This design comes from an exercise in tuning for small area, a short achievable clock period and few clock cycles on the open sky130 flow, not from production work.
Function was checked by simulation only, so behaviour that the tests miss may differ from the original.

==> design/flow/flow/run.sh <==
#!/bin/bash
set -eu -o pipefail
SETUP_MARGIN=${SETUP_MARGIN:-5.08}
bash standard.sh synth > synth.log 2>&1
bash standard.sh "BUFFER_PORTS_ARGS=-buffer_cell sky130_fd_sc_hd__buf_1" \
  "SETUP_SLACK_MARGIN=$SETUP_MARGIN" finish > layout.log 2>&1
==> design/flow/standard.sh <==
#!/bin/bash
# synth_recipe.tcl (not shown) runs the flow's synth.tcl, then flattens the netlist and writes it again
# the make line also repeats each setting of config.mk as NAME=value (left out here)
make -C /OpenROAD-flow-scripts/flow DESIGN_CONFIG=/design/flow/config.mk WORK_HOME=/design/flow/orfs CLKGATE_MAP_FILE= SYNTH_SCRIPT=/design/flow/synth_recipe.tcl "${@:-finish}"
==> design/flow/design.v <==
module aes_sbox (input wire [7:0] x, output wire [7:0] y);
    wire M1, M2, M3, M4, M5, M6, M7, M8, M9, M10, M11, M12, M13, M14, M15, M16, M17, M18, M19, M20, M21, M22, M23, T1, T2, T3, T4, T5, T6, T7, T8, T9, T10, T11, T12, T13, T14, T15, T16, T17, T18, T19, T20, T21, T22, T23, T24, T25, T26, T27, X0, X1, X2, X3, X4, X5, X6, X7, X8, X9, X10, X11, X12, X13, X14, X15, X16, X17, X18, X19, X20, X21, X22, X23, X24, X25, X26, X27, X28, X29;
    wire E0, E1, E2, E3;
    wire U0 = x[7], U1 = x[6], U2 = x[5], U3 = x[4], U4 = x[3], U5 = x[2], U6 = x[1], U7 = x[0];
    cm_xor2 g_T1 (.a(U0), .b(U3), .y(T1));
    cm_xor2 g_T2 (.a(U0), .b(U5), .y(T2));
    cm_xor2 g_T3 (.a(U0), .b(U6), .y(T3));
    cm_xor2 g_T4 (.a(U3), .b(U5), .y(T4));
    cm_xor2 g_T5 (.a(U4), .b(U6), .y(T5));
    cm_xor2 g_T6 (.a(T1), .b(T5), .y(T6));
    cm_xor2 g_T7 (.a(U1), .b(U2), .y(T7));
    cm_xor2 g_T8 (.a(U7), .b(T6), .y(T8));
    cm_xor2 g_T9 (.a(U7), .b(T7), .y(T9));
    cm_xor2 g_T10 (.a(T6), .b(T7), .y(T10));
    cm_xor2 g_T11 (.a(U1), .b(U5), .y(T11));
    cm_xor2 g_T12 (.a(U2), .b(U5), .y(T12));
    cm_xor2 g_T13 (.a(T3), .b(T4), .y(T13));
    cm_xor2 g_T14 (.a(T6), .b(T11), .y(T14));
    cm_xor2 g_T15 (.a(T5), .b(T11), .y(T15));
    cm_xor2 g_T16 (.a(T5), .b(T12), .y(T16));
    cm_xor2 g_T17 (.a(T9), .b(T16), .y(T17));
    cm_xor2 g_T18 (.a(U3), .b(U7), .y(T18));
    cm_xor2 g_T19 (.a(T7), .b(T18), .y(T19));
    cm_xor2 g_T20 (.a(T1), .b(T19), .y(T20));
    cm_xor2 g_T21 (.a(U6), .b(U7), .y(T21));
    cm_xor2 g_T22 (.a(T7), .b(T21), .y(T22));
    cm_xor2 g_T23 (.a(T2), .b(T22), .y(T23));
    cm_xor2 g_T24 (.a(T2), .b(T10), .y(T24));
    cm_xor2 g_T25 (.a(T20), .b(T17), .y(T25));
    cm_xor2 g_T26 (.a(T3), .b(T16), .y(T26));
    cm_xor2 g_T27 (.a(T1), .b(T12), .y(T27));
    cm_nand2 g_M1 (.a(T13), .b(T6), .y(M1));
    cm_nand2 g_M2 (.a(T23), .b(T8), .y(M2));
    cm_xnor2 g_M3 (.a(T14), .b(M1), .y(M3));
    cm_nand2 g_M4 (.a(T19), .b(U7), .y(M4));
    cm_xor2 g_M5 (.a(M4), .b(M1), .y(M5));
    cm_nand2 g_M6 (.a(T3), .b(T16), .y(M6));
    cm_nand2 g_M7 (.a(T22), .b(T9), .y(M7));
    cm_xnor2 g_M8 (.a(T26), .b(M6), .y(M8));
    cm_nand2 g_M9 (.a(T20), .b(T17), .y(M9));
    cm_xor2 g_M10 (.a(M9), .b(M6), .y(M10));
    cm_nand2 g_M11 (.a(T1), .b(T15), .y(M11));
    cm_nand2 g_M12 (.a(T4), .b(T27), .y(M12));
    cm_xor2 g_M13 (.a(M12), .b(M11), .y(M13));
    cm_nand2 g_M14 (.a(T2), .b(T10), .y(M14));
    cm_xor2 g_M15 (.a(M14), .b(M11), .y(M15));
    cm_xnor2 g_M16 (.a(M3), .b(M2), .y(M16));
    cm_xor2 g_M17 (.a(M5), .b(T24), .y(M17));
    cm_xnor2 g_M18 (.a(M8), .b(M7), .y(M18));
    cm_xor2 g_M19 (.a(M10), .b(M15), .y(M19));
    cm_xor2 g_M20 (.a(M16), .b(M13), .y(M20));
    cm_xor2 g_M21 (.a(M17), .b(M15), .y(M21));
    cm_xor2 g_M22 (.a(M18), .b(M13), .y(M22));
    cm_xor2 g_M23 (.a(M19), .b(T25), .y(M23));
    cm_xor2 g_X0 (.a(T14), .b(T26), .y(X0));
    cm_xor2 g_X1 (.a(U3), .b(U1), .y(X1));
    cm_xor2 g_X2 (.a(T25), .b(T24), .y(X2));
    cm_xor2 g_X3 (.a(T2), .b(T8), .y(X3));
    cm_xor2 g_X4 (.a(T10), .b(U2), .y(X4));
    cm_xor2 g_X5 (.a(T8), .b(T14), .y(X5));
    cm_xor2 g_X6 (.a(T8), .b(X1), .y(X6));
    cm_xor2 g_X7 (.a(T14), .b(X1), .y(X7));
    cm_xor2 g_X8 (.a(T16), .b(X2), .y(X8));
    cm_xor2 g_X9 (.a(T16), .b(T2), .y(X9));
    cm_xor2 g_X10 (.a(T4), .b(T12), .y(X10));
    cm_xor2 g_X11 (.a(T14), .b(T24), .y(X11));
    cm_xor2 g_X12 (.a(T12), .b(X6), .y(X12));
    cm_xor2 g_X13 (.a(X8), .b(U6), .y(X13));
    cm_xor2 g_X14 (.a(U6), .b(T18), .y(X14));
    cm_xor2 g_X15 (.a(T14), .b(T2), .y(X15));
    cm_xor2 g_X16 (.a(X14), .b(T2), .y(X16));
    cm_xor2 g_X17 (.a(T19), .b(X9), .y(X17));
    cm_xor2 g_X18 (.a(X17), .b(U0), .y(X18));
    cm_xor2 g_X19 (.a(T7), .b(U5), .y(X19));
    cm_xor2 g_X20 (.a(T14), .b(T22), .y(X20));
    cm_xor2 g_X21 (.a(X14), .b(T8), .y(X21));
    cm_xor2 g_X22 (.a(T21), .b(T12), .y(X22));
    cm_xor2 g_X23 (.a(U5), .b(T22), .y(X23));
    cm_xor2 g_X24 (.a(T21), .b(T23), .y(X24));
    cm_xor2 g_X25 (.a(X11), .b(T19), .y(X25));
    cm_xor2 g_X26 (.a(T26), .b(T11), .y(X26));
    cm_xor2 g_X27 (.a(T16), .b(X18), .y(X27));
    cm_xor2 g_X28 (.a(X13), .b(U7), .y(X28));
    cm_xor2 g_X29 (.a(X25), .b(T26), .y(X29));
    aes_gf16_inv u_inv (.d({M20, M21, M22, M23}), .e({E0, E1, E2, E3}));
    wire P0; cm_nand2 g_P0 (.a(E0), .b(X1), .y(P0));
    wire P1; cm_nand2 g_P1 (.a(E1), .b(X12), .y(P1));
    wire P2; cm_nand2 g_P2 (.a(E2), .b(X26), .y(P2));
    wire P3; cm_nand2 g_P3 (.a(E3), .b(X25), .y(P3));
    wire P4; cm_nand2 g_P4 (.a(E0), .b(T24), .y(P4));
    wire P5; cm_nand2 g_P5 (.a(E1), .b(X11), .y(P5));
    wire P6; cm_nand2 g_P6 (.a(E2), .b(X0), .y(P6));
    wire P7; cm_nand2 g_P7 (.a(E3), .b(X2), .y(P7));
    wire P8; cm_nand2 g_P8 (.a(E0), .b(X20), .y(P8));
    wire P9; cm_nand2 g_P9 (.a(E1), .b(X13), .y(P9));
    wire P10; cm_nand2 g_P10 (.a(E2), .b(X5), .y(P10));
    wire P11; cm_nand2 g_P11 (.a(E3), .b(X24), .y(P11));
    wire P12; cm_nand2 g_P12 (.a(E0), .b(X9), .y(P12));
    wire P13; cm_nand2 g_P13 (.a(E1), .b(X18), .y(P13));
    wire P14; cm_nand2 g_P14 (.a(E2), .b(X21), .y(P14));
    wire P15; cm_nand2 g_P15 (.a(E3), .b(X19), .y(P15));
    wire P16; cm_nand2 g_P16 (.a(E0), .b(X6), .y(P16));
    wire P17; cm_nand2 g_P17 (.a(E1), .b(X27), .y(P17));
    wire P18; cm_nand2 g_P18 (.a(E2), .b(X14), .y(P18));
    wire P19; cm_nand2 g_P19 (.a(E3), .b(X8), .y(P19));
    wire P20; cm_nand2 g_P20 (.a(E0), .b(X29), .y(P20));
    wire P21; cm_nand2 g_P21 (.a(E1), .b(X16), .y(P21));
    wire P22; cm_nand2 g_P22 (.a(E2), .b(X4), .y(P22));
    wire P23; cm_nand2 g_P23 (.a(E3), .b(X22), .y(P23));
    wire P24; cm_nand2 g_P24 (.a(E0), .b(X28), .y(P24));
    wire P25; cm_nand2 g_P25 (.a(E1), .b(X4), .y(P25));
    wire P26; cm_nand2 g_P26 (.a(E2), .b(X10), .y(P26));
    wire P27; cm_nand2 g_P27 (.a(E3), .b(X15), .y(P27));
    wire P28; cm_nand2 g_P28 (.a(E0), .b(X23), .y(P28));
    wire P29; cm_nand2 g_P29 (.a(E1), .b(X17), .y(P29));
    wire P30; cm_nand2 g_P30 (.a(E2), .b(X3), .y(P30));
    wire P31; cm_nand2 g_P31 (.a(E3), .b(X7), .y(P31));
    wire Q0_0; cm_xor2 g_Q0_0 (.a(P0), .b(P1), .y(Q0_0));
    wire Q0_1; cm_xor2 g_Q0_1 (.a(P2), .b(P3), .y(Q0_1));
    cm_xor2 g_S0 (.a(Q0_0), .b(Q0_1), .y(y[7]));
    wire Q1_0; cm_xor2 g_Q1_0 (.a(P4), .b(P5), .y(Q1_0));
    wire Q1_1; cm_xor2 g_Q1_1 (.a(P6), .b(P7), .y(Q1_1));
    cm_xnor2 g_S1 (.a(Q1_0), .b(Q1_1), .y(y[6]));
    wire Q2_0; cm_xor2 g_Q2_0 (.a(P8), .b(P9), .y(Q2_0));
    wire Q2_1; cm_xor2 g_Q2_1 (.a(P10), .b(P11), .y(Q2_1));
    cm_xnor2 g_S2 (.a(Q2_0), .b(Q2_1), .y(y[5]));
    wire Q3_0; cm_xor2 g_Q3_0 (.a(P12), .b(P13), .y(Q3_0));
    wire Q3_1; cm_xor2 g_Q3_1 (.a(P14), .b(P15), .y(Q3_1));
    cm_xor2 g_S3 (.a(Q3_0), .b(Q3_1), .y(y[4]));
    wire Q4_0; cm_xor2 g_Q4_0 (.a(P16), .b(P17), .y(Q4_0));
    wire Q4_1; cm_xor2 g_Q4_1 (.a(P18), .b(P19), .y(Q4_1));
    cm_xor2 g_S4 (.a(Q4_0), .b(Q4_1), .y(y[3]));
    wire Q5_0; cm_xor2 g_Q5_0 (.a(P20), .b(P21), .y(Q5_0));
    wire Q5_1; cm_xor2 g_Q5_1 (.a(P22), .b(P23), .y(Q5_1));
    cm_xor2 g_S5 (.a(Q5_0), .b(Q5_1), .y(y[2]));
    wire Q6_0; cm_xor2 g_Q6_0 (.a(P24), .b(P25), .y(Q6_0));
    wire Q6_1; cm_xor2 g_Q6_1 (.a(P26), .b(P27), .y(Q6_1));
    cm_xnor2 g_S6 (.a(Q6_0), .b(Q6_1), .y(y[1]));
    wire Q7_0; cm_xor2 g_Q7_0 (.a(P28), .b(P29), .y(Q7_0));
    wire Q7_1; cm_xor2 g_Q7_1 (.a(P30), .b(P31), .y(Q7_1));
    cm_xnor2 g_S7 (.a(Q7_0), .b(Q7_1), .y(y[0]));
endmodule
module aes_gf16_inv (input wire [3:0] d, output wire [3:0] e);
    wire [3:0] v = d ^ 4'b0000;
    wire M20 = v[3], M21 = v[2], M22 = v[1], M23 = v[0];
    wire M24 = M22 ^ M23;
    wire M25 = M22 & M20;
    wire M26 = M21 ^ M25;
    wire M27 = M20 ^ M21;
    wire M28 = M23 ^ M25;
    wire M29 = M28 & M27;
    wire M30 = M26 & M24;
    wire M31 = M20 & M23;
    wire M32 = M27 & M31;
    wire M33 = M27 ^ M25;
    wire M34 = M21 & M22;
    wire M35 = M24 & M34;
    wire M36 = M24 ^ M25;
    wire M37 = M21 ^ M29;
    wire M38 = M32 ^ M33;
    wire M39 = M23 ^ M30;
    wire M40 = M35 ^ M36;
    assign e = {M37, M38, M39, M40};
endmodule
module cm_xor2 (input wire a, input wire b, output wire y);
    assign y = a ^ b;
endmodule
module cm_xnor2 (input wire a, input wire b, output wire y);
    assign y = ~(a ^ b);
endmodule
module cm_nand2 (input wire a, input wire b, output wire y);
    assign y = ~(a & b);
endmodule
module cm_nor2 (input wire a, input wire b, output wire y);
    assign y = ~(a | b);
endmodule
module cm_mux2i (input wire a, input wire b, input wire s, output wire y);
    assign y = ~(s ? b : a);
endmodule
module aes_round (
    input  wire [127:0] state_in,
    input  wire [127:0] round_key,
    output wire [127:0] shifted,      
    output wire [127:0] mixed_n       
);
    wire [127:0] sub;
    genvar i, j, b;
    generate
        for (i = 0; i < 16; i = i + 1) begin : g_sub
            aes_sbox u_sbox (.x(state_in[127 - 8*i -: 8]), .y(sub[127 - 8*i -: 8]));
        end
        for (i = 0; i < 16; i = i + 1) begin : g_shift
            assign shifted[127 - 8*i -: 8] = sub[127 - 8*(((i / 4 + i % 4) % 4) * 4 + i % 4) -: 8];
        end
        for (i = 0; i < 4; i = i + 1) begin : g_mix
            wire [7:0] a [0:3];
            wire [7:0] p [0:3];
            wire [7:0] x [0:3];
            wire [7:0] q [0:3];
            wire [7:0] k [0:3];
            for (j = 0; j < 4; j = j + 1) begin : g_byte
                assign a[j] = shifted[127 - 32*i - 8*j -: 8];
            end
            for (j = 0; j < 4; j = j + 1) begin : g_col
                for (b = 0; b < 8; b = b + 1) begin : g_bit
                    cm_xor2 u_p (.a(a[j][b]), .b(a[(j + 1) % 4][b]), .y(p[j][b]));
                end
                assign x[j][7] = p[j][6];
                assign x[j][6] = p[j][5];
                assign x[j][5] = p[j][4];
                cm_xor2 u_x4 (.a(p[j][3]), .b(p[j][7]), .y(x[j][4]));
                cm_xor2 u_x3 (.a(p[j][2]), .b(p[j][7]), .y(x[j][3]));
                assign x[j][2] = p[j][1];
                cm_xor2 u_x1 (.a(p[j][0]), .b(p[j][7]), .y(x[j][1]));
                assign x[j][0] = p[j][7];
            end
            for (j = 0; j < 4; j = j + 1) begin : g_out
                for (b = 0; b < 8; b = b + 1) begin : g_bit
                    cm_xor2  u_k (.a(a[(j + 1) % 4][b]), .b(round_key[127 - 32*i - 8*j - (7 - b)]), .y(k[j][b]));
                    cm_xor2  u_q (.a(k[j][b]), .b(p[(j + 2) % 4][b]), .y(q[j][b]));
                    cm_xnor2 u_o (.a(q[j][b]), .b(x[j][b]), .y(mixed_n[127 - 32*i - 8*j - (7 - b)]));
                end
            end
        end
    endgenerate
endmodule
module aes_key_step (
    input  wire [127:0] key_in,
    input  wire [7:0]   rcon,
    output wire [127:0] key_out
);
    wire [31:0] w0 = key_in[127:96];
    wire [31:0] w1 = key_in[95:64];
    wire [31:0] w2 = key_in[63:32];
    wire [31:0] w3 = key_in[31:0];
    wire [31:0] sw;
    aes_sbox u_s0 (.x(w3[23:16]), .y(sw[31:24]));
    aes_sbox u_s1 (.x(w3[15:8]),  .y(sw[23:16]));
    aes_sbox u_s2 (.x(w3[7:0]),   .y(sw[15:8]));
    aes_sbox u_s3 (.x(w3[31:24]), .y(sw[7:0]));
    wire [31:0] w0r = w0 ^ {rcon, 24'd0};
    wire [31:0] c12, c123, n0, n1, n2, n3;
    genvar i;
    generate
        for (i = 0; i < 32; i = i + 1) begin : g_x
            cm_xor2 u_c12  (.a(w1[i]),   .b(w2[i]), .y(c12[i]));
            cm_xor2 u_c123 (.a(c12[i]),  .b(w3[i]), .y(c123[i]));
            cm_xor2 u_n0   (.a(w0r[i]),  .b(sw[i]), .y(n0[i]));
            cm_xor2 u_n1   (.a(n0[i]),   .b(w1[i]), .y(n1[i]));
            cm_xor2 u_n2   (.a(n0[i]),   .b(c12[i]), .y(n2[i]));
            cm_xor2 u_n3   (.a(n0[i]),   .b(c123[i]), .y(n3[i]));
        end
    endgenerate
    assign key_out = {n0, n1, n2, n3};
endmodule
module dsl_cmac (
    input  wire         clk,
    input  wire         rst_n,         
    input  wire         key_load,
    input  wire [127:0] key,
    input  wire         in_valid,
    output wire         in_ready,
    input  wire [31:0]  in_data,
    input  wire         in_last,
    input  wire [1:0]   in_nbytes,     
    output reg          tag_valid,
    output wire [127:0] tag
);
    reg  [127:0] key_r;         
    reg          kz;            
    reg  [127:0] k1;            
    reg  [127:0] aes_st;        
    reg  [127:0] rk;            
    reg  [3:0]   rnd;           
    reg          kmode;         
    reg          waitx;         
    reg          cur_last;      
    reg  [95:0]  buf_w;
    reg  [1:0]   bcnt;          
    reg          bpad;          
    reg          bpad80;        
    reg          bvirt;         
    reg          blast;         
    reg          bkey;          
    reg          c_mix;         
    reg          c_shift;       
    reg          c_hold;        
    reg          c_rk;          
    reg          c_buf;         
    reg          c_ks_key;      
    reg          c_ks_rk;       
    reg          c_kfin;        
    reg          c_kl;          
    reg  [7:0]   rcon;          
    wire bfull3 = (bcnt == 2'd3);
    assign in_ready = bfull3 ? (c_buf && !bvirt) : !bpad;
    assign tag      = aes_st;
    wire take     = in_valid && in_ready;
    wire take_buf = take && !bfull3;
    wire load     = c_buf && (bvirt || in_valid);
    reg [31:0] wport;           
    always @* begin
        wport = in_data;
        if (in_last) begin
            case (in_nbytes)
                2'd0: wport = {in_data[31:24], 8'h80, 16'h0};
                2'd1: wport = {in_data[31:16], 8'h80, 8'h0};
                2'd2: wport = {in_data[31:8],  8'h80};
                default: wport = in_data;
            endcase
        end
    end
    wire [31:0] wpadw = {bpad80, 31'd0};                     
    reg  [31:0] kword;          
    always @* begin
        case (bcnt)
            2'd0: kword = key_r[127:96];
            2'd1: kword = key_r[95:64];
            default: kword = key_r[63:32];
        endcase
        if (kz)
            kword = 32'd0;
    end
    wire [31:0] kword3 = kz ? 32'd0 : key_r[31:0];
    wire [31:0]  w3     = (bvirt ? wpadw : wport) ^ kword3;
    wire         last3  = bvirt ? blast : in_last;
    wire         whole3 = !bvirt && (in_nbytes == 2'd3);   
    wire [127:0] k2     = {k1[126:0], 1'b0} ^ (k1[127] ? 128'h87 : 128'h0);
    wire [127:0] bufop  = {buf_w, w3} ^ (last3 ? (whole3 ? k1 : k2) : 128'h0);
    wire [127:0] shifted, mixed_n;
    aes_round u_rd (.state_in(aes_st), .round_key(rk), .shifted(shifted), .mixed_n(mixed_n));
    wire [127:0] opb = (c_rk ? rk : 128'h0) ^ (load ? bufop : 128'h0);
    wire [127:0] oth = (c_shift ? shifted : 128'h0) | (c_hold ? aes_st : 128'h0);
    wire [127:0] oth_n, st_next;
    genvar gi;
    generate
        for (gi = 0; gi < 128; gi = gi + 1) begin : g_st
            cm_xnor2 u_x (.a(oth[gi]), .b(opb[gi]), .y(oth_n[gi]));
            cm_mux2i u_a (.a(oth_n[gi]), .b(mixed_n[gi]), .s(c_mix), .y(st_next[gi]));
        end
    endgenerate
    wire [127:0] rk_next;
    wire [127:0] ks_in = (c_ks_key ? key_r : 128'h0) | (c_ks_rk ? rk : 128'h0);
    aes_key_step u_ks (.key_in(ks_in), .rcon(rcon), .key_out(rk_next));
    wire [127:0] l_dbl = {aes_st[126:0], 1'b0} ^ (aes_st[127] ? 128'h87 : 128'h0);
    wire fin     = c_shift;     
    wire running = c_rk;        
    wire restart = key_load || !rst_n;    
    reg  [3:0] n_rnd;
    reg        n_kz, n_kmode, n_waitx, n_cur_last;
    reg  [1:0] n_bcnt;
    reg        n_bpad, n_bpad80, n_bvirt, n_blast, n_bkey;
    always @* begin
        n_kz    = key_load ? 1'b0 : kz;
        n_kmode = load ? bkey : (fin ? 1'b0 : kmode);
        n_rnd   = load ? 4'd1 : ((fin || !running) ? 4'd0 : rnd + 4'd1);
        n_cur_last = load ? last3 : cur_last;
        n_waitx = (fin && !cur_last && !kmode && !load) ? 1'b1 : (load ? 1'b0 : waitx);
        n_bcnt   = bcnt;
        n_bpad   = bpad;
        n_bpad80 = bpad80;
        n_bvirt  = bvirt;
        n_blast  = blast;
        n_bkey   = bkey;
        if (load) begin
            n_bcnt  = 2'd0;
            n_bvirt = 1'b0;
            n_blast = 1'b0;
            n_bkey  = 1'b0;
        end else if (take_buf || bpad) begin
            n_bcnt = bcnt + 2'd1;
            if (bcnt == 2'd2)
                n_bpad = 1'b0;
            else if (take_buf && in_last)
                n_bpad = 1'b1;
            n_bpad80 = take_buf && in_last && (in_nbytes == 2'd3);
            if (take_buf && in_last) begin
                n_bvirt = 1'b1;
                n_blast = 1'b1;
            end
        end
        if (restart) begin
            n_rnd = 4'd0;  n_kmode = 1'b0;  n_waitx = 1'b0;  n_cur_last = 1'b0;
            n_bcnt = 2'd0; n_bpad = 1'b1;   n_bpad80 = 1'b0; n_bvirt = 1'b1;
            n_blast = 1'b0; n_bkey = 1'b1;
        end
        if (!rst_n)
            n_kz = 1'b1;
    end
    wire n_fin     = (n_rnd == 4'd10);
    wire n_running = (n_rnd != 4'd0);
    wire n_ready   = (n_bcnt == 2'd3);
    wire n_ld_idle = !n_running && n_ready && !c_kfin;
    wire n_ld_fin  = n_fin && !n_cur_last && !n_kmode && n_ready;
    wire n_load    = n_ld_idle || n_ld_fin;
    reg  [7:0] n_rcon;
    always @* begin
        case (n_load ? 4'd1 : n_rnd + 4'd1)
            4'd1:  n_rcon = 8'h01;
            4'd2:  n_rcon = 8'h02;
            4'd3:  n_rcon = 8'h04;
            4'd4:  n_rcon = 8'h08;
            4'd5:  n_rcon = 8'h10;
            4'd6:  n_rcon = 8'h20;
            4'd7:  n_rcon = 8'h40;
            4'd8:  n_rcon = 8'h80;
            4'd9:  n_rcon = 8'h1b;
            4'd10: n_rcon = 8'h36;
            default: n_rcon = 8'h00;
        endcase
    end
    always @(posedge clk) begin
        if (take_buf || bpad)
            buf_w <= {buf_w[63:0], (bpad ? wpadw : wport) ^ kword};
        aes_st <= st_next;
        rk     <= rk_next;
        if (c_kl)
            k1 <= l_dbl;
    end
    always @(posedge clk) begin
        rnd      <= n_rnd;
        kz       <= n_kz;
        kmode    <= n_kmode;
        waitx    <= n_waitx;
        cur_last <= n_cur_last;
        bcnt     <= n_bcnt;
        bpad     <= n_bpad;
        bpad80   <= n_bpad80;
        bvirt    <= n_bvirt;
        blast    <= n_blast;
        bkey     <= n_bkey;
        c_mix    <= n_running && !n_fin;
        c_shift  <= n_fin;
        c_hold   <= n_waitx && !n_running;
        c_rk     <= n_running;
        c_buf    <= n_load;
        c_ks_key <= n_load && !n_kz;
        c_ks_rk  <= !n_load;
        c_kfin   <= n_fin && n_kmode;
        c_kl     <= c_kfin && !restart;
        rcon     <= n_rcon;
        if (key_load)
            key_r <= key;
        if (!rst_n)
            tag_valid <= 1'b0;
        else
            tag_valid <= fin && cur_last && !kmode;
    end
endmodule
==> design/flow/constraint.sdc <==
create_clock -name core_clock -period 10.0 [get_ports {clk}]
set_input_delay 2.0000 -clock core_clock [delete_from_list [all_inputs] [get_ports {clk}]]
set_output_delay 2.0000 -clock core_clock [all_outputs]
set_load 0.01 [all_outputs]
==> design/flow/config.mk <==
export PLATFORM = sky130hd
export DESIGN_NAME = dsl_cmac
export DESIGN_NICKNAME = dsl_cmac
export VERILOG_FILES = /design/flow/design.v
export SDC_FILE = /design/flow/constraint.sdc
export NUM_CORES = 8
export LEC_CHECK = 0
export CAP_MARGIN = 20
export CORE_MARGIN = 2
export CORE_UTILIZATION = 40
export CTS_BUF_LIST = sky130_fd_sc_hd__clkbuf_8 sky130_fd_sc_hd__clkbuf_16
export CTS_CLUSTER_DIAMETER = 100
export CTS_CLUSTER_SIZE = 20
export PLACE_DENSITY = 0.55
export SETUP_SLACK_MARGIN = 5
export SLEW_MARGIN = 20
export SYNTH_HIERARCHICAL = 1
export SYNTH_MINIMUM_KEEP_SIZE = 0
==> results of run 1 <==
metrics by stage:
step | utilization (%) | instance area (sq um) | std cells
after floorplan | - | 59600 | 6576
after global placement | 41.4 | 61300 | 8489
after detailed placement | 41.4 | 61300 | 8489
after CTS | 45.9 | 67900 | 8657
after global routing | 48.5 | 71800 | 8778
final | 48.5 | 71800 | 8778
synthesized netlist by cell type (28+ instances only):
cell	instances
a211o_1	40
a21oi_1	115
a21oi_2	50
a22o_1	256
a22oi_1	33
buf_2	39
buf_4	212
buf_6	28
clkbuf_1	83
dfxtp_1	289
edfxtp_1	352
mux2i_1	133
nand2_1	1302
nor2_1	149
nor2b_1	98
nor4b_1	40
xnor2_1	737
xor2_1	2398
layer usage:
metal | vias to the layer above | wire length [microns]
met5 | - | 26
met4 | 4 | 12400
met3 | 343 | 16000
met2 | 1906 | 104000
met1 | 23400 | 96200
li1 | 21200 | -
sequential cells by signal, summed over array words and instances (netlist names), 2 cells and up:
signal	count
rcon	8
k1	128
rk	128
rnd	4
buf_w	96
bcnt	2
key_r	128
aes_st	128
modules after synthesis, one instance, submodules excluded, excerpt:
module	flops+latches	times used	cell area, sq um	cells
cm_mux2i	0	128	10.0	1
cm_xor2	0	2364	8.76	1
cm_nand2	0	820	3.75	1
aes_gf16_inv	0	20	149	19
cm_xnor2	0	416	8.76	1
dsl_cmac	641	1	27800	2460
cells by family (layout without fill, tap and decap cells):
logic type	Yosys count	count (layout)	synth area share (%)
AND/OR/NAND/NOR	1679	1679	11.9
adder cells (fa/ha/maj)	12	12	0.252
multiplexers	133	133	2.23
XOR/XNOR	3139	3147	46.2
AO/OA/AOI/OAI	578	578	7.67
flip-flops	641	641	27.5
buffers and inverters	394	658	4.26
how the worst max path moves through the flow:
stage and end:
2_1_floorplan aes_st[0], 3_3_place_gp rk[14], 3_5_place_dp rk[79], 4_1_cts aes_st[45], 5_1_grt aes_st[119], 6_report rk[25]
worst max-delay path, delay by kind of cell (launching register included):
family | cells | cell delay, ps
buf+inv | 1 | 280
flops | 1 | 470
compound gates | 1 | 380
simple gates | 1 | 80
xor+xnor | 12 | 3570
final cells by class:
class / instances / area share, %
multi-input combinational: 5549 / 66.4
sequential: 641 / 23.1
timing repair buffer: 569 / 5.18
tap: 1930 / 3.37
clock buffer: 44 / 1.52
clock inverter: 32 / 0.314
inverter: 13 / 0.0785
what timing repair did:
action / 4_1_cts / 5_1_grt
gates cloned: 0 / 8
pin swaps: 49 / 78
endpoints found under the hold margin: 0 / 0
buffers inserted: 92 / 113
gates resized for setup: 639 / 393
setup endpoints to repair: 256 / 259
==> results.sh, run 1 <==
export IMPL_clock_latency_ps=660
export IMPL_cts_sinks=641
export IMPL_met3_usage_pct=2.94
export IMPL_max_slew_margin_rel_pct=23.5
export IMPL_cp_common_cell="xor2_1"
export IMPL_die_h_microns=390
export IMPL_grt_use_met1_pct=39.6
export IMPL_grt_max_degree=138
export IMPL_grtUsageMet2_pct=45.6
export IMPL_max_cap_violations=0
export IMPL_grt_pass1_wl_microns=320000
export IMPL_ys_flop_type="edfxtp_1"
export IMPL_place_ws_ps=3580
export IMPL_critical_path_class="flip-flop to flip-flop"
export IMPL_syn_area_sq_mm=0.0596
export IMPL_io_pins=297
export IMPL_slowest_stage="dfxtp_4"
export IMPL_dieWidth_microns=390
export IMPL_drt_iter0_drc=4475
export IMPL_syn_inst=6576
export IMPL_syn_num_nets=6755
export IMPL_coreArea_sq_mm=0.148
export IMPL_postRouteAntennaNets=0
export IMPL_rsz0062_at_grt="yes"
export IMPL_drive_above_1_share_pct=17.7
export IMPL_whs_ps=447
export IMPL_fin_tns_setup_ps=0
export IMPL_r2r_end="rk[25]"
export IMPL_yosysTopAreaCellShare_pct=35.3
export IMPL_start_kind="flip-flop"
export IMPL_grt_overflow=0
export IMPL_grt_busiest_layer="met2"
export IMPL_antenna_found_initial=8
export IMPL_io_buffers=296
export IMPL_dr_pass1_iters=6
export IMPL_wl_per_cell_microns=26.1
export IMPL_clkSlewWorstSetupHoldPaths_ps=100
export IMPL_n_fill_cell=13600
export IMPL_cp_slowest_stage_delay_ps=470
export IMPL_cts_root_buf="clkbuf_16"
export IMPL_avgViaCountPerCell=5.34
export IMPL_synth_edf_count=352
export IMPL_antennaDiodeCount=0
export IMPL_whs_path_depth=0
export IMPL_postCtsHoldBufs=0
export IMPL_final_hold_viol_count=0
export IMPL_post_dp_hpwl_microns=176000
export IMPL_synth_largest_area_cell="xor2_1"
export IMPL_yosys_register_bits=641
export IMPL_fmax_ghz=0.206
export IMPL_cts_path_max_buffers=3
export IMPL_setup_viol=0
export IMPL_layout_commonest_cell="xor2_1"
export IMPL_start_util_pct=40.3
export IMPL_wl_microns=229000
export IMPL_worstMarginPinSlew_ps=1150
export IMPL_synth_area_leaders="xor2_1 35%, edfxtp_1 18%, xnor2_1 11%"
export IMPL_final_cell_mix="1860 x xor2_1, 1302 x nand2_1, 675 x xnor2_1, 371 x xor2_2, 352 x edfxtp_1"
export IMPL_fin_nets=6995
export IMPL_fin_skew_ps=41.4
export IMPL_timing_final_ws_setup_ps=5150
export IMPL_dieArea_sq_mm=0.152
export IMPL_finalCritPeriodShare_pct=48.5
export IMPL_cp_arrival_ps=5430
export IMPL_synth_warnings=8
export IMPL_worstPathRequired_ps=10580
export IMPL_r2r_start="c_ks_rk"
export IMPL_async_flop_share_pct=0
export IMPL_hp_start="aes_st[39]"
export IMPL_htree_num_levels=2
export IMPL_cp_cell_sequence="buf_8 -> a22o_2 -> xor2_1 -> xor2_2 -> xor2_1 -> xor2_1 -> xor2_1 -> xor2_1 -> xor2_1 -> xor2_1 -> nand2_1 -> xor2_1 -> xnor2_1 -> xor2_1 -> xor2_1"
export IMPL_yosysSeqAreaShare_pct=27.5
export IMPL_cts_inserted_buffers=42
export IMPL_startpoint="c_ks_rk"
export IMPL_num_vias=46900
export IMPL_ff2ff_path_depth=15
export IMPL_tritoncts="built"
export IMPL_multi_input_area_sq_mm=0.0477
export IMPL_syn_area_per_cell_sq_um=9.06
export IMPL_slew_viol_final=0
export IMPL_gp_congestion=0.995
export IMPL_run_status="finished clean"
export IMPL_grt_use_total_pct=28.8
export IMPL_period_needed_ps=4850
export IMPL_rows=141
export IMPL_area_growth_pct=20.5
export IMPL_hold_class="flip-flop to flip-flop"
export IMPL_drc_errors=0
export IMPL_r2r_setup_slack_ps=5150
export IMPL_grt_pass1_vias=44300
export IMPL_synth_cell_type_count=62
export IMPL_seq_area_sq_mm=0.0166
export IMPL_min_to="k1[40]"
export IMPL_cp_end_kind="flip-flop"
export IMPL_critical_path_peak_fanout=37
Testbench counts, summed over its fixed seeds: cycles 77,494.
==> run 2, diff against run 1 <==
==> design/flow/flow/run.sh (replaced) <==
#!/bin/bash
set -eu -o pipefail
SETUP_MARGIN=${SETUP_MARGIN:-5.0}
bash standard.sh synth > synth.log 2>&1
bash standard.sh "BUFFER_PORTS_ARGS=-buffer_cell sky130_fd_sc_hd__buf_1" \
  "SETUP_SLACK_MARGIN=$SETUP_MARGIN" finish > layout.log 2>&1
--- a/design/flow/config.mk
+++ b/design/flow/config.mk
@@ -6,4 +6,5 @@
 export NUM_CORES = 8
 export LEC_CHECK = 0
+export ABC_CLOCK_PERIOD_IN_PS = 4000
 export CAP_MARGIN = 20
 export CORE_MARGIN = 2
==> run 2 against run 1 <==
Clock skew hardly changed. Largest cell class unchanged. Critical path type unchanged. Non-clock buffer count is 43 lower. Utilization down 0.61 points. Critical path depth shrank 1. Still clean. Area after synthesis unchanged. Global-route usage shrank 0.079 points. Wire length about the same.
==> results.sh, run 2 <==
export IMPL_clock_latency_ps=650
export IMPL_cp_cell_sequence="buf_8 -> a22o_2 -> xor2_1 -> xor2_1 -> nand2_1 -> xor2_1 -> xor2_1 -> nor4b_1 -> a211o_1 -> nand2_1 -> xor2_1 -> xor2_1 -> xor2_1 -> xor2_1"
export IMPL_max_cap_violations=0
export IMPL_antenna_found_initial=8
export IMPL_avgViaCountPerCell=5.34
export IMPL_grt_overflow=0
export IMPL_start_kind="flip-flop"
export IMPL_coreArea_sq_mm=0.148
export IMPL_num_vias=46600
export IMPL_slowest_stage="xor2_1"
export IMPL_dieArea_sq_mm=0.152
export IMPL_hold_class="flip-flop to flip-flop"
export IMPL_r2r_end="rk[26]"
export IMPL_cp_end_kind="flip-flop"
export IMPL_cts_root_buf="clkbuf_16"
export IMPL_syn_num_nets=6755
export IMPL_ys_flop_type="edfxtp_1"
export IMPL_cts_sinks=641
export IMPL_cp_arrival_ps=5360
export IMPL_worstPathRequired_ps=10500
export IMPL_whs_path_depth=0
export IMPL_synth_cell_type_count=62
export IMPL_drt_iter0_drc=4321
export IMPL_cp_common_cell="xor2_1"
export IMPL_grt_pass1_wl_microns=319000
export IMPL_run_status="finished clean"
export IMPL_io_pins=297
export IMPL_ff2ff_path_depth=14
export IMPL_startpoint="c_ks_rk"
export IMPL_io_buffers=296
export IMPL_r2r_start="c_ks_rk"
export IMPL_synth_area_leaders="xor2_1 35%, edfxtp_1 18%, xnor2_1 11%"
export IMPL_final_hold_viol_count=0
export IMPL_grt_pass1_vias=44100
export IMPL_fin_tns_setup_ps=0
export IMPL_fin_skew_ps=41.4
export IMPL_synth_edf_count=352
export IMPL_fmax_ghz=0.206
export IMPL_path_depth=14
export IMPL_dr_pass1_iters=5
export IMPL_fin_nets=6952
export IMPL_n_fill_cell=13800
export IMPL_die_h_microns=390
export IMPL_setup_viol=0
export IMPL_critical_path_peak_fanout=37
export IMPL_whs_ps=445
export IMPL_rows=141
export IMPL_finalCritPeriodShare_pct=48.7
export IMPL_synth_warnings=8
export IMPL_finish_utilization_pct=47.9
export IMPL_critPathBufInv=1
export IMPL_wl_per_cell_microns=26.2
export IMPL_yosysTopAreaCellShare_pct=35.3
export IMPL_syn_inst=6576
export IMPL_yosysSeqAreaShare_pct=27.5
export IMPL_wl_microns=229000
export IMPL_syn_area_sq_mm=0.0596
export IMPL_period_needed_ps=4870
export IMPL_area_growth_pct=18.9
export IMPL_crit_end="rk[26]"
export IMPL_cts_inserted_buffers=42
export IMPL_post_dp_hpwl_microns=176000
export IMPL_worstMarginPinSlew_ps=1160
export IMPL_slew_viol_final=0
export IMPL_drive_above_1_share_pct=16.4
export IMPL_cp_slowest_stage_delay_ps=610
export IMPL_async_flop_share_pct=0
export IMPL_synth_largest_area_cell="xor2_1"
export IMPL_rsz0062_at_grt="yes"
export IMPL_grt_use_total_pct=28.8
export IMPL_start_util_pct=40.3
export IMPL_htree_num_levels=2
export IMPL_layout_commonest_cell="xor2_1"
export IMPL_postRouteAntennaNets=0
export IMPL_max_slew_margin_rel_pct=22.2
export IMPL_cp_top_family="XOR/XNOR gates"
export IMPL_synthTopCellsByCount="2398 x xor2_1, 1302 x nand2_1, 737 x xnor2_1, 352 x edfxtp_1, 289 x dfxtp_1"
export IMPL_synth_most_common_cell="xor2_1"
export IMPL_r2r_setup_slack_ps=5140
export IMPL_critical_path_class="flip-flop to flip-flop"
export IMPL_clkSlewWorstSetupHoldPaths_ps=90
export IMPL_drc_errors=0
export IMPL_cts_path_max_buffers=3
export IMPL_syn_area_per_cell_sq_um=9.06
export IMPL_postCtsHoldBufs=0
export IMPL_dieWidth_microns=390
export IMPL_tritoncts="built"
export IMPL_gp_congestion=0.995
export IMPL_yosys_register_bits=641
export IMPL_final_cell_mix="1906 x xor2_1, 1302 x nand2_1, 677 x xnor2_1, 352 x edfxtp_1, 339 x xor2_2"
export IMPL_grt_max_degree=138
run 2: metrics by stage:
step | setup WS (ps) | instances | area, sq um
CTS | 4970 | 8635 | 67200
finish | 5140 | 8737 | 70900
detailed placement | 3580 | 8489 | 61300
global route | 4870 | 8735 | 70800
global placement | 3510 | 8489 | 61300
floorplan | 5180 | 6576 | 59600
run 2: modules after synthesis, one instance, submodules excluded, a selection:
module | cell area, sq um | cells | copies in the design | flops+latches
aes_gf16_inv | 149 | 19 | 20 | 0
aes_key_step | 70.1 | 8 | 1 | 0
cm_mux2i | 10.0 | 1 | 128 | 0
cm_nand2 | 3.75 | 1 | 820 | 0
cm_xnor2 | 8.76 | 1 | 416 | 0
cm_xor2 | 8.76 | 1 | 2364 | 0
dsl_cmac | 27800 | 2460 | 1 | 641
run 2: what timing repair did:
action,CTS,global route
cloned,0,9
resized for setup,574,378
pin swaps,40,67
buffers inserted,70,91
endpoints found under the setup margin,256,257
run 2: cell families (layout without fill, tap and decap cells):
family / count (synthesis) / after routing / share of synthesized area (%)
mux: 133 / 133 / 2.23
compound gates: 578 / 578 / 7.67
flops: 641 / 641 / 27.5
simple gates: 1679 / 1679 / 11.9
other cells: 0 / 2 / 0
xor+xnor: 3139 / 3147 / 46.2
fa+ha+maj: 12 / 12 / 0.252
buf+inv: 394 / 615 / 4.26
run 2: worst min path at each step:
stage / start / to / slack, ps
after floorplan: c_kfin / c_kl / 420
after global placement: aes_st[39] / k1[40] / 420
after detailed placement: aes_st[39] / k1[40] / 430
after CTS: aes_st[39] / k1[40] / 450
after global routing: aes_st[39] / k1[40] / 460
final: aes_st[39] / k1[40] / 450
run 2: per-layer routing:
layer  global-route usage [%]  share of wire [%]
met1                     39.4                 42
met2                     45.5                 45
met3                     3.06                6.7
met4                     13.1                5.3
met5                        0              0.020
run 2: worst reg2reg max path: cells and delay by family (launching register included):
family / cells / cell delay [ps]
buffers and inverters: 1 / 290
DFF: 1 / 450
and+or+nand+nor: 3 / 550
AOI/OAI and AO/OA: 2 / 750
xor gates and xnor gates: 8 / 2690
run 2: layout make-up:
| cell class | instances | area [sq um] | share of cell area, % |
|---|---|---|---|
| Antenna cell | 2 | 5.00 | 0.00706 |
| Clock buffer | 44 | 1090 | 1.54 |
| Clock inverter | 32 | 225 | 0.318 |
| Inverter | 13 | 56.3 | 0.0795 |
| Multi-Input combinational cell | 5549 | 47100 | 66.5 |
| Sequential cell | 641 | 16600 | 23.4 |
| Tap cell | 1930 | 2410 | 3.41 |
| Timing Repair Buffer | 526 | 3370 | 4.76 |
==> run 3, diff against run 2 <==
--- a/design/flow/config.mk
+++ b/design/flow/config.mk
@@ -6,5 +6,4 @@
 export NUM_CORES = 8
 export LEC_CHECK = 0
-export ABC_CLOCK_PERIOD_IN_PS = 4000
 export CAP_MARGIN = 20
 export CORE_MARGIN = 2
@@ -13,5 +12,5 @@
 export CTS_CLUSTER_DIAMETER = 100
 export CTS_CLUSTER_SIZE = 20
-export PLACE_DENSITY = 0.55
+export PLACE_DENSITY = 0.6
 export SETUP_SLACK_MARGIN = 5
 export SLEW_MARGIN = 20
==> run 3 against run 2 <==
Clock skew up 0.59 ps. Clock-buffer cell count decreased by 1. Maximum frequency down 0.93%. Still clean. Utilization fell by 0.51 points. Register-to-register slack lost 50 ps. Critical path type unchanged.
==> results.sh, run 3 <==
export IMPL_run_status="finished clean"
export IMPL_dieWidth_microns=390
export IMPL_cp_arrival_ps=5400
export IMPL_r2r_end="aes_st[109]"
export IMPL_slew_viol_final=0
export IMPL_worstPathRequired_ps=10490
export IMPL_crit_end="aes_st[109]"
export IMPL_dr_pass1_iters=8
export IMPL_final_hold_viol_count=0
export IMPL_startpoint="aes_st[84]"
export IMPL_area_growth_pct=17.7
export IMPL_drt_iter0_drc=4930
export IMPL_synth_cell_type_count=62
export IMPL_syn_inst=6576
export IMPL_synth_warnings=8
export IMPL_synth_edf_count=352
export IMPL_r2r_setup_slack_ps=5090
export IMPL_synthTopCellsByCount="2398 x xor2_1, 1302 x nand2_1, 737 x xnor2_1, 352 x edfxtp_1, 289 x dfxtp_1"
export IMPL_avgViaCountPerCell=5.45
export IMPL_yosysSeqAreaShare_pct=27.5
export IMPL_rsz0062_at_grt="yes"
export IMPL_dieArea_sq_mm=0.152
export IMPL_coreArea_sq_mm=0.148
export IMPL_antenna_found_initial=12
export IMPL_cp_common_cell="xor2_1"
export IMPL_final_cell_mix="1915 x xor2_1, 1302 x nand2_1, 679 x xnor2_1, 352 x edfxtp_1, 336 x xor2_2"
export IMPL_io_pins=297
export IMPL_drive_above_1_share_pct=15.7
export IMPL_syn_area_sq_mm=0.0596
export IMPL_rows=141
export IMPL_io_buffers=296
export IMPL_gp_congestion=1.03
export IMPL_cts_root_buf="clkbuf_16"
export IMPL_cp_top_family="XOR/XNOR gates"
export IMPL_n_fill_cell=13800
export IMPL_ys_flop_type="edfxtp_1"
export IMPL_grt_overflow=0
export IMPL_wl_microns=224000
export IMPL_start_util_pct=40.3
export IMPL_worstMarginPinSlew_ps=1230
export IMPL_grt_use_met1_pct=37.5
export IMPL_start_kind="flip-flop"
export IMPL_period_needed_ps=4910
export IMPL_clkSlewWorstSetupHoldPaths_ps=90
export IMPL_finish_utilization_pct=47.4
export IMPL_critical_path_peak_fanout=8
export IMPL_synth_area_leaders="xor2_1 35%, edfxtp_1 18%, xnor2_1 11%"
export IMPL_postRouteAntennaNets=0
export IMPL_path_depth=18
export IMPL_fmax_ghz=0.204
export IMPL_fin_cells=8718
export IMPL_cts_path_max_buffers=3
export IMPL_grt_max_degree=138
export IMPL_tritoncts="built"
export IMPL_syn_num_nets=6755
export IMPL_cts_sinks=641
export IMPL_cp_slowest_stage_delay_ps=500
export IMPL_synth_largest_area_cell="xor2_1"
export IMPL_fin_nets=6936
export IMPL_ff2ff_path_depth=18
export IMPL_drc_errors=0
export IMPL_fin_skew_ps=42.0
export IMPL_max_slew_margin_rel_pct=17.7
export IMPL_cp_cell_sequence="buf_4 -> xor2_1 -> xor2_2 -> xor2_1 -> nand2_1 -> xor2_1 -> xor2_1 -> xor2_2 -> buf_4 -> nor2b_1 -> o22a_1 -> nand2_1 -> xor2_1 -> xnor2_2 -> xor2_1 -> xor2_1 -> xnor2_1 -> mux2i_1"
export IMPL_r2r_start="aes_st[84]"
export IMPL_syn_area_per_cell_sq_um=9.06
export IMPL_cts_inserted_buffers=40
export IMPL_critPathBufInv=2
export IMPL_clock_latency_ps=650
export IMPL_grtUsageMet2_pct=43.7
export IMPL_grt_pass1_wl_microns=315000
export IMPL_grt_use_total_pct=28.2
export IMPL_grt_pass1_vias=44800
export IMPL_htree_num_levels=2
export IMPL_yosys_register_bits=641
export IMPL_cp_end_kind="flip-flop"
export IMPL_synth_most_common_cell="xor2_1"
export IMPL_async_flop_share_pct=0
export IMPL_die_h_microns=390
export IMPL_setup_viol=0
export IMPL_fin_tns_setup_ps=0
export IMPL_slowest_stage="dfxtp_1"
export IMPL_critical_path_class="flip-flop to flip-flop"
export IMPL_dp_cells=8485
export IMPL_wl_per_cell_microns=25.7
export IMPL_finalCritPeriodShare_pct=49.1
export IMPL_met3_usage_pct=4.38
export IMPL_hold_class="flip-flop to flip-flop"
export IMPL_num_vias=47500
export IMPL_max_cap_violations=0
export IMPL_post_dp_hpwl_microns=172000
export IMPL_layout_commonest_cell="xor2_1"
export IMPL_yosysTopAreaCellShare_pct=35.3
export IMPL_grt_busiest_layer="met2"
## run 3: cell types whose count changed in the layout (fill, tap and decap cells not counted), moves of 6 or more
| cell | delta |
|---|---|
| dfxtp_4 | -11 |
| xor2_1 | +9 |
| a211o_1 | +13 |
| a211o_2 | -13 |
| a22o_4 | -7 |
| xnor2_4 | -6 |
| dfxtp_2 | +10 |
| buf_12 | -17 |
| xor2_4 | -11 |
## run 3: repair_timing
action	CTS	global route
buffers inserted	57	98
resized for setup	520	368
endpoints found under the setup margin	260	261
cloned	1	4
hold buffers	0	0
pin swaps	24	65
endpoints found under the hold margin	0	0
## run 3: final cells by class
type	count	area (sq um)	area share, %
Inverter	13	56.3	0.0803
Sequential cell	641	16500	23.6
Clock buffer	43	1060	1.52
Tap cell	1930	2410	3.45
Multi-Input combinational cell	5544	46700	66.6
Clock inverter	29	193	0.275
Timing Repair Buffer	517	3140	4.47
Antenna cell	1	2.50	0.00357
## run 3: cell families (layout without fill, tap and decap cells)
kind of cell	count (synthesis)	count (layout)	share of synthesized area, %
flip-flops	641	641	27.5
AND/OR/NAND/NOR	1679	1679	11.9
XOR/XNOR	3139	3142	46.2
other	0	1	0
AO/OA/AOI/OAI	578	578	7.67
multiplexers	133	133	2.23
adder cells (fa/ha/maj)	12	12	0.252
buffers and inverters	394	602	4.26
## run 3: worst min-delay path by stage
stage	cells after the start	end	startpoint	slack, ps
floorplan	1	c_kl	c_kfin	420
global placement	1	c_kl	c_kfin	440
detailed placement	1	c_kl	c_kfin	450
CTS	2	bkey	bkey	470
global route	1	c_kl	c_kfin	490
finish	2	bkey	bkey	460
## run 3: per-layer routing
| layer | routed length [microns] | part of all wire [%] |
|---|---|---|
| met1 | 90300 | 40 |
| met2 | 99900 | 45 |
| met3 | 19000 | 8.5 |
| met4 | 15100 | 6.7 |
| met5 | 37 | 0.016 |
## run 3: worst min-delay path, cell delays in order (launching register included)
cell and delay [ps]:
dfxtp_1 330, nand2_1 60, nand2_1 40
## run 3: per-stage QoR
stage | setup slack, ps | hold WS [ps] | instance area [sq um]
finish | 5090 | 464 | 70100
global route | 4870 | 494 | 70100
CTS | 5000 | 466 | 66600
detailed placement | 3700 | 446 | 61200
global placement | 3880 | 436 | 61200
floorplan | 5180 | 420 | 59600
## run 3: Yosys stat by module (local to each module, per instance), excerpt
module,cell area (sq um),cells
dsl_cmac,27800,2460
aes_gf16_inv,149,19
aes_key_step,70.1,8
cm_mux2i,10.0,1
cm_xnor2,8.76,1
cm_xor2,8.76,1
cm_nand2,3.75,1
==> run 4, diff against run 3 <==
--- a/design/flow/config.mk
+++ b/design/flow/config.mk
@@ -12,5 +12,5 @@
 export CTS_CLUSTER_DIAMETER = 100
 export CTS_CLUSTER_SIZE = 20
-export PLACE_DENSITY = 0.6
+export PLACE_DENSITY = 0.65
 export SETUP_SLACK_MARGIN = 5
 export SLEW_MARGIN = 20
==> run 4 against run 3 <==
Sequential share of layout area down 0.070 points. Clock skew shrank 17 ps. Area after synthesis did not move. Largest cell class unchanged. Final area increased by 0.54%. Still clean. Utilization rose by 0.26 points. Non-clock buffer count is 32 lower.
==> results.sh, run 4 <==
export IMPL_max_slew_margin_rel_pct=22.8
export IMPL_period_needed_ps=5000
export IMPL_synth_cell_type_count=62
export IMPL_syn_inst=6576
export IMPL_synthXorXnorAreaFrac_pct=46.2
export IMPL_grt_overflow=0
export IMPL_post_dp_hpwl_microns=169000
export IMPL_postCtsHoldBufs=0
export IMPL_rsz0062_at_grt="yes"
export IMPL_finalCritPeriodShare_pct=50.0
export IMPL_grt_use_total_pct=28.0
export IMPL_grt_pass1_wl_microns=314000
export IMPL_yosysTopAreaCellShare_pct=35.3
export IMPL_cp_cell_sequence="a22o_2 -> xor2_4 -> xor2_4 -> xor2_2 -> nand2_1 -> xor2_2 -> xor2_1 -> xor2_2 -> buf_4 -> a21o_1 -> a211o_1 -> nand2_1 -> xor2_1 -> xnor2_1 -> xor2_1 -> xor2_1"
export IMPL_crit_end="rk[48]"
export IMPL_n_fill_cell=13600
export IMPL_synthTopCellsByCount="2398 x xor2_1, 1302 x nand2_1, 737 x xnor2_1, 352 x edfxtp_1, 289 x dfxtp_1"
export IMPL_cts_inserted_buffers=41
export IMPL_die_h_microns=390
export IMPL_cp_slowest_stage_delay_ps=530
export IMPL_syn_area_sq_mm=0.0596
export IMPL_cts_sinks=641
export IMPL_drive_above_1_share_pct=16.1
export IMPL_grt_pass1_vias=45300
export IMPL_whs_ps=461
export IMPL_antenna_found_initial=7
export IMPL_fin_tns_setup_ps=0
export IMPL_worstMarginPinSlew_ps=1160
export IMPL_drt_iter0_drc=5376
export IMPL_r2r_start="key_r[9]"
export IMPL_critical_path_class="flip-flop to flip-flop"
export IMPL_run_status="finished clean"
export IMPL_startpoint="key_r[9]"
export IMPL_start_kind="flip-flop"
export IMPL_async_flop_share_pct=0
export IMPL_fmax_ghz=0.200
export IMPL_dieWidth_microns=390
export IMPL_wl_per_cell_microns=25.7
export IMPL_synthSimpleGateAreaFrac_pct=11.9
export IMPL_cp_common_cell="xor2_1"
export IMPL_final_hold_viol_count=0
export IMPL_coreArea_sq_mm=0.148
export IMPL_synth_mux_area_fraction_pct=2.23
export IMPL_io_pins=297
export IMPL_clkSlewWorstSetupHoldPaths_ps=90
export IMPL_gp_congestion=1.05
export IMPL_num_vias=47400
export IMPL_fin_nets=6912
export IMPL_max_cap_violations=0
export IMPL_io_buffers=296
export IMPL_synthAdderAreaFrac_pct=0.252
export IMPL_tritoncts="built"
export IMPL_r2r_setup_slack_ps=5000
export IMPL_synth_most_common_cell="xor2_1"
export IMPL_cts_root_buf="clkbuf_16"
export IMPL_rows=141
export IMPL_cp_arrival_ps=5570
export IMPL_final_cell_mix="1896 x xor2_1, 1302 x nand2_1, 675 x xnor2_1, 352 x edfxtp_1, 351 x xor2_2"
export IMPL_critical_path_peak_fanout=8
export IMPL_syn_num_nets=6755
export IMPL_r2r_end="rk[48]"
export IMPL_seq_area_sq_mm=0.0166
export IMPL_postRouteAntennaNets=0
export IMPL_drc_errors=0
export IMPL_yosys_register_bits=641
export IMPL_ys_flop_type="edfxtp_1"
export IMPL_ff2ff_path_depth=16
export IMPL_synth_edf_count=352
export IMPL_setup_viol=0
export IMPL_dr_pass1_iters=8
export IMPL_worstPathRequired_ps=10580
export IMPL_fin_skew_ps=24.8
export IMPL_htree_num_levels=2
export IMPL_fin_cells=8697
export IMPL_layout_commonest_cell="xor2_1"
export IMPL_dp_cells=8476
export IMPL_yosysSeqAreaShare_pct=27.5
export IMPL_grt_max_degree=129
export IMPL_hold_class="flip-flop to flip-flop"
export IMPL_start_util_pct=40.3
export IMPL_dieArea_sq_mm=0.152
export IMPL_slowest_stage="edfxtp_1"
export IMPL_synth_compound_area_share_pct=7.67
export IMPL_synth_area_leaders="xor2_1 35%, edfxtp_1 18%, xnor2_1 11%"
export IMPL_synth_warnings=8
export IMPL_area_growth_pct=18.3
export IMPL_clock_latency_ps=660
export IMPL_slew_viol_final=0
export IMPL_multi_input_area_sq_mm=0.0472
export IMPL_synth_largest_area_cell="xor2_1"
export IMPL_synth_top_family_by_area="XOR/XNOR gates"
export IMPL_wl_microns=224000
export IMPL_syn_area_per_cell_sq_um=9.06
export IMPL_cp_end_kind="flip-flop"
export IMPL_avgViaCountPerCell=5.45
export IMPL_cts_path_max_buffers=3
run 4: cell counts after synthesis:
Identical to the previous run, type by type.
run 4: kinds of logic after synthesis:
group                    Yosys count
AO/OA/AOI/OAI                    578
XOR/XNOR                        3139
adder cells (fa/ha/maj)           12
buffers and inverters            394
flip-flops                       641
multiplexers                     133
AND/OR/NAND/NOR                 1679
run 4: cell type report:
cell class / instances / share of cell area [%]
Multi-Input combinational cell: 5551 / 67.0
Sequential cell: 641 / 23.5
Timing Repair Buffer: 485 / 4.19
Tap cell: 1930 / 3.43
Clock buffer: 44 / 1.56
Clock inverter: 31 / 0.257
Inverter: 13 / 0.0799
Antenna cell: 2 / 0.00710
run 4: what timing repair did:
| action | in CTS | in global routing |
|---|---|---|
| setup endpoints to repair | 256 | 259 |
| gates resized for setup | 521 | 449 |
| pin swaps | 34 | 46 |
| buffers inserted | 75 | 59 |
| gates cloned | 0 | 10 |
run 4: worst min-delay path by stage:
stage | startpoint | to | cells after the start
4_1_cts | c_kfin | c_kl | 1
3_3_place_gp | c_kfin | c_kl | 1
5_1_grt | buf_w[19] | buf_w[51] | 0
3_5_place_dp | c_kfin | c_kl | 1
6_report | c_kfin | c_kl | 1
2_1_floorplan | c_kfin | c_kl | 1
run 4: through the flow:
stage | cell area (sq um) | utilization [%] | worst slack (ps)
after floorplan | 59600 | - | 5180
after global placement | 61100 | 41.3 | 3800
after detailed placement | 61100 | 41.3 | 3640
after CTS | 66700 | 45.1 | 4990
after global routing | 70500 | 47.7 | 4880
final | 70500 | 47.7 | 5000
run 4: worst max-delay path: cells and delay by family, from the launching register on:
kind | cells | cell delay (ps)
AO/OA/AOI/OAI | 3 | 860
XOR/XNOR | 10 | 3070
AND/OR/NAND/NOR | 2 | 260
flip-flops | 1 | 530
buffers and inverters | 1 | 180
run 4: routing by layer:
| layer | routed length (microns) | vias to the layer above | GRT usage, % | part of all wire, % |
|---|---|---|---|---|
| li1 | - | 21000 | - | - |
| met1 | 88500 | 23300 | 36.7 | 40 |
| met2 | 96200 | 2478 | 41.7 | 43 |
| met3 | 21400 | 545 | 5.51 | 9.6 |
| met4 | 17700 | 2 | 18.9 | 7.9 |
| met5 | 13 | - | 0 | 0.0058 |
run 4: modules after synthesis, one instance, submodules excluded, excerpt:
module	times used	flip-flops and latches	cells inside
aes_key_step	1	0	8
cm_mux2i	128	0	1
cm_xnor2	416	0	1
cm_xor2	2364	0	1
dsl_cmac	1	641	2460
cm_nand2	820	0	1
aes_gf16_inv	20	0	19
==> run 5, diff against run 4 <==
--- a/design/flow/config.mk
+++ b/design/flow/config.mk
@@ -8,9 +8,9 @@
 export CAP_MARGIN = 20
 export CORE_MARGIN = 2
-export CORE_UTILIZATION = 40
+export CORE_UTILIZATION = 35
 export CTS_BUF_LIST = sky130_fd_sc_hd__clkbuf_8 sky130_fd_sc_hd__clkbuf_16
 export CTS_CLUSTER_DIAMETER = 100
 export CTS_CLUSTER_SIZE = 20
-export PLACE_DENSITY = 0.65
+export PLACE_DENSITY = 0.5
 export SETUP_SLACK_MARGIN = 5
 export SLEW_MARGIN = 20
==> run 5 against run 4 <==
Still clean on timing, DRC and antenna. Register-to-register slack improved by 30 ps. Flip-flop and latch count stayed put. Setup slack improved by 25 ps. Clock skew up 39 ps. Highest routed layer unchanged.
==> results.sh, run 5 <==
export IMPL_run_status="finished clean"
export IMPL_cts_inserted_buffers=44
export IMPL_postRouteAntennaNets=0
export IMPL_yosysTopAreaCellShare_pct=35.3
export IMPL_coreArea_sq_mm=0.169
export IMPL_cp_common_cell="xor2_1"
export IMPL_max_cap_violations=0
export IMPL_syn_area_per_cell_sq_um=9.06
export IMPL_synth_largest_area_cell="xor2_1"
export IMPL_htree_num_levels=2
export IMPL_postCtsHoldBufs=0
export IMPL_area_growth_pct=21.1
export IMPL_multi_input_area_sq_mm=0.0477
export IMPL_yosysSeqAreaShare_pct=27.5
export IMPL_dr_pass1_iters=5
export IMPL_grt_overflow=0
export IMPL_grt_pass1_vias=44900
export IMPL_io_pins=297
export IMPL_grt_use_total_pct=25.9
export IMPL_drt_iter0_drc=4320
export IMPL_layout_commonest_cell="xor2_1"
export IMPL_dieArea_sq_mm=0.174
export IMPL_die_h_microns=417
export IMPL_post_dp_hpwl_microns=180000
export IMPL_cts_path_max_buffers=3
export IMPL_io_buffers=296
export IMPL_fin_nets=6967
export IMPL_avgViaCountPerCell=5.14
export IMPL_max_slew_margin_rel_pct=17.5
export IMPL_clkSlewWorstSetupHoldPaths_ps=100
export IMPL_n_fill_cell=16300
export IMPL_worstMarginPinSlew_ps=1240
export IMPL_hp_start="aes_st[55]"
export IMPL_start_kind="flip-flop"
export IMPL_critical_path_peak_fanout=12
export IMPL_period_needed_ps=4970
export IMPL_hold_class="flip-flop to flip-flop"
export IMPL_fin_tns_setup_ps=0
export IMPL_syn_area_sq_mm=0.0596
export IMPL_synth_warnings=8
export IMPL_slew_viol_final=0
export IMPL_async_flop_share_pct=0
export IMPL_cts_sinks=641
export IMPL_slowest_stage="dfxtp_4"
export IMPL_syn_num_nets=6755
export IMPL_antenna_found_initial=6
export IMPL_r2r_start="c_ks_key"
export IMPL_synth_cell_type_count=62
export IMPL_worstPathRequired_ps=10540
export IMPL_yosys_register_bits=641
export IMPL_drc_errors=0
export IMPL_drive_above_1_share_pct=17.4
export IMPL_cp_end_kind="flip-flop"
export IMPL_synthTopCellsByCount="2398 x xor2_1, 1302 x nand2_1, 737 x xnor2_1, 352 x edfxtp_1, 289 x dfxtp_1"
export IMPL_grt_max_degree=139
export IMPL_fin_skew_ps=63.8
export IMPL_ff2ff_path_depth=17
export IMPL_num_vias=46500
export IMPL_final_hold_viol_count=0
export IMPL_cp_slowest_stage_delay_ps=510
export IMPL_finalCritPeriodShare_pct=49.7
export IMPL_wl_per_cell_microns=25.9
export IMPL_critical_path_class="flip-flop to flip-flop"
export IMPL_dieWidth_microns=417
export IMPL_ys_flop_type="edfxtp_1"
export IMPL_cp_arrival_ps=5510
export IMPL_rows=151
export IMPL_whs_path_depth=0
export IMPL_seq_area_sq_mm=0.0165
export IMPL_fmax_ghz=0.201
export IMPL_wl_microns=235000
export IMPL_gp_congestion=0.969
export IMPL_synth_area_leaders="xor2_1 35%, edfxtp_1 18%, xnor2_1 11%"
export IMPL_cp_cell_sequence="buf_12 -> buf_8 -> a22o_2 -> xor2_2 -> xor2_4 -> xor2_1 -> nand2_1 -> xor2_1 -> xor2_1 -> xor2_2 -> nor2b_1 -> o22a_1 -> nand2_1 -> xor2_1 -> xnor2_1 -> xor2_1 -> xor2_1"
export IMPL_start_util_pct=35.2
export IMPL_synth_edf_count=352
export IMPL_setup_viol=0
export IMPL_grt_pass1_wl_microns=328000
export IMPL_synth_most_common_cell="xor2_1"
export IMPL_clock_latency_ps=720
export IMPL_startpoint="c_ks_key"
export IMPL_r2r_end="rk[0]"
export IMPL_syn_inst=6576
export IMPL_r2r_setup_slack_ps=5030
export IMPL_rsz0062_at_grt="yes"
export IMPL_final_cell_mix="1859 x xor2_1, 1302 x nand2_1, 672 x xnor2_1, 365 x xor2_2, 352 x edfxtp_1"
export IMPL_min_to="k1[56]"
export IMPL_tritoncts="built"
export IMPL_cts_root_buf="clkbuf_16"
-- run 5: cell counts after synthesis --
No cell type changed its count.
-- run 5: how the worst max path moves through the flow --
stage / end / slack (ps)
after floorplan: aes_st[0] / 5180
after global placement: rk[31] / 3690
after detailed placement: rk[31] / 3570
after CTS: aes_st[49] / 4940
after global routing: rk[34] / 4920
final: rk[0] / 5030
-- run 5: repair_timing --
| action | 4_1_cts | 5_1_grt |
|---|---|---|
| pin swaps | 42 | 77 |
| endpoints found under the setup margin | 256 | 256 |
| cloned | 1 | 7 |
| gates resized for setup | 613 | 408 |
| setup buffers | 74 | 98 |
-- run 5: Yosys stat by module, one instance, submodules excluded, excerpt --
| module | flip-flops and latches | times used | cells | cell area, sq um |
|---|---|---|---|---|
| dsl_cmac | 641 | 1 | 2460 | 27800 |
| aes_gf16_inv | 0 | 20 | 19 | 149 |
| aes_key_step | 0 | 1 | 8 | 70.1 |
| cm_mux2i | 0 | 128 | 1 | 10.0 |
| cm_xnor2 | 0 | 416 | 1 | 8.76 |
| cm_xor2 | 0 | 2364 | 1 | 8.76 |
| cm_nand2 | 0 | 820 | 1 | 3.75 |
-- run 5: layout make-up --
class,instances,share of cell area [%]
Clock inverter,37,0.423
Timing Repair Buffer,540,5.01
Inverter,13,0.0781
Tap cell,2218,3.85
Clock buffer,45,1.56
Antenna cell,5,0.0173
Sequential cell,641,22.9
Multi-Input combinational cell,5548,66.1
-- run 5: kinds of logic after synthesis --
family,synth area share (%)
mux,2.23
fa+ha+maj,0.252
flops,27.5
compound gates,7.67
simple gates,11.9
xor+xnor,46.2
buf+inv,4.26
-- run 5: routing by layer --
layer  up-vias  track usage [%]  part of all wire, %
met4         2             13.8                  6.5
met3       406             3.46                  6.7
met2      1797             42.0                   46
met5         -                0               0.0081
li1      21100                -                    -
met1     23200             33.5                   41
-- run 5: metrics by stage --
step                      cells  util, %  hold WS, ps  worst slack (ps)  cell area, sq um
after CTS                  8937     40.3          410              4940             68200
final                      9047     42.6          422              5030             72100
after detailed placement   8780     36.4          425              3570             61600
after global routing       9043     42.6          434              4920             72100
after global placement     8780     36.4          416              3690             61600
after floorplan            6576        -          420              5180             59600
-- run 5: worst max-delay path: cells and delay by family (launching register included) --
family,cells,cell delay (ps)
xor gates and xnor gates,10,2770
and+or+nand+nor,3,400
DFF,1,510
buffers and inverters,2,320
AOI/OAI and AO/OA,2,770

==> static timing again, ports no longer ideal <==
The flow's constraints put no driver on any port. The routed layouts listed below were extracted and timed again, unchanged, in two steps. Step 1 (the two cells are an assumption about what drives the block):
set clk [get_ports {clk}]
set_driving_cell -lib_cell sky130_fd_sc_hd__clkbuf_16 $clk
set_driving_cell -lib_cell sky130_fd_sc_hd__buf_2 [delete_from_list [all_inputs] $clk]
Step 2 adds t to the input delays and takes it off the output delays; t is the mean of the earliest and latest rising clock arrival at the registers after step 1. Input paths then give back, and output paths get back, about the clock's delay inside the block. Slacks: ideal / step 1 / step 2; pairs: ideal / step 1.
run | t, ns | setup WS [ns] | worst setup path at the end | worst slew at a driven data input, ns
run 1 | 0.716 | 5.146 / 5.146 / 4.499 | input to register | 0.10
run 2 | 0.711 | 5.135 / 5.135 / 4.474 | input to register | 0.10
run 3 | 0.713 | 5.089 / 5.089 / 4.526 | input to register | 0.24
run 4 | 0.720 | 5.004 / 5.004 / 4.436 | input to register | 0.21
run 5 | 0.770 | 5.030 / 5.030 / 4.428 | input to register | 0.14
After both steps every run listed still meets setup and hold. For run 2, which loses most, drivers alone change the setup slack by 0.000 ns; drivers and shift together by -0.661 ns.
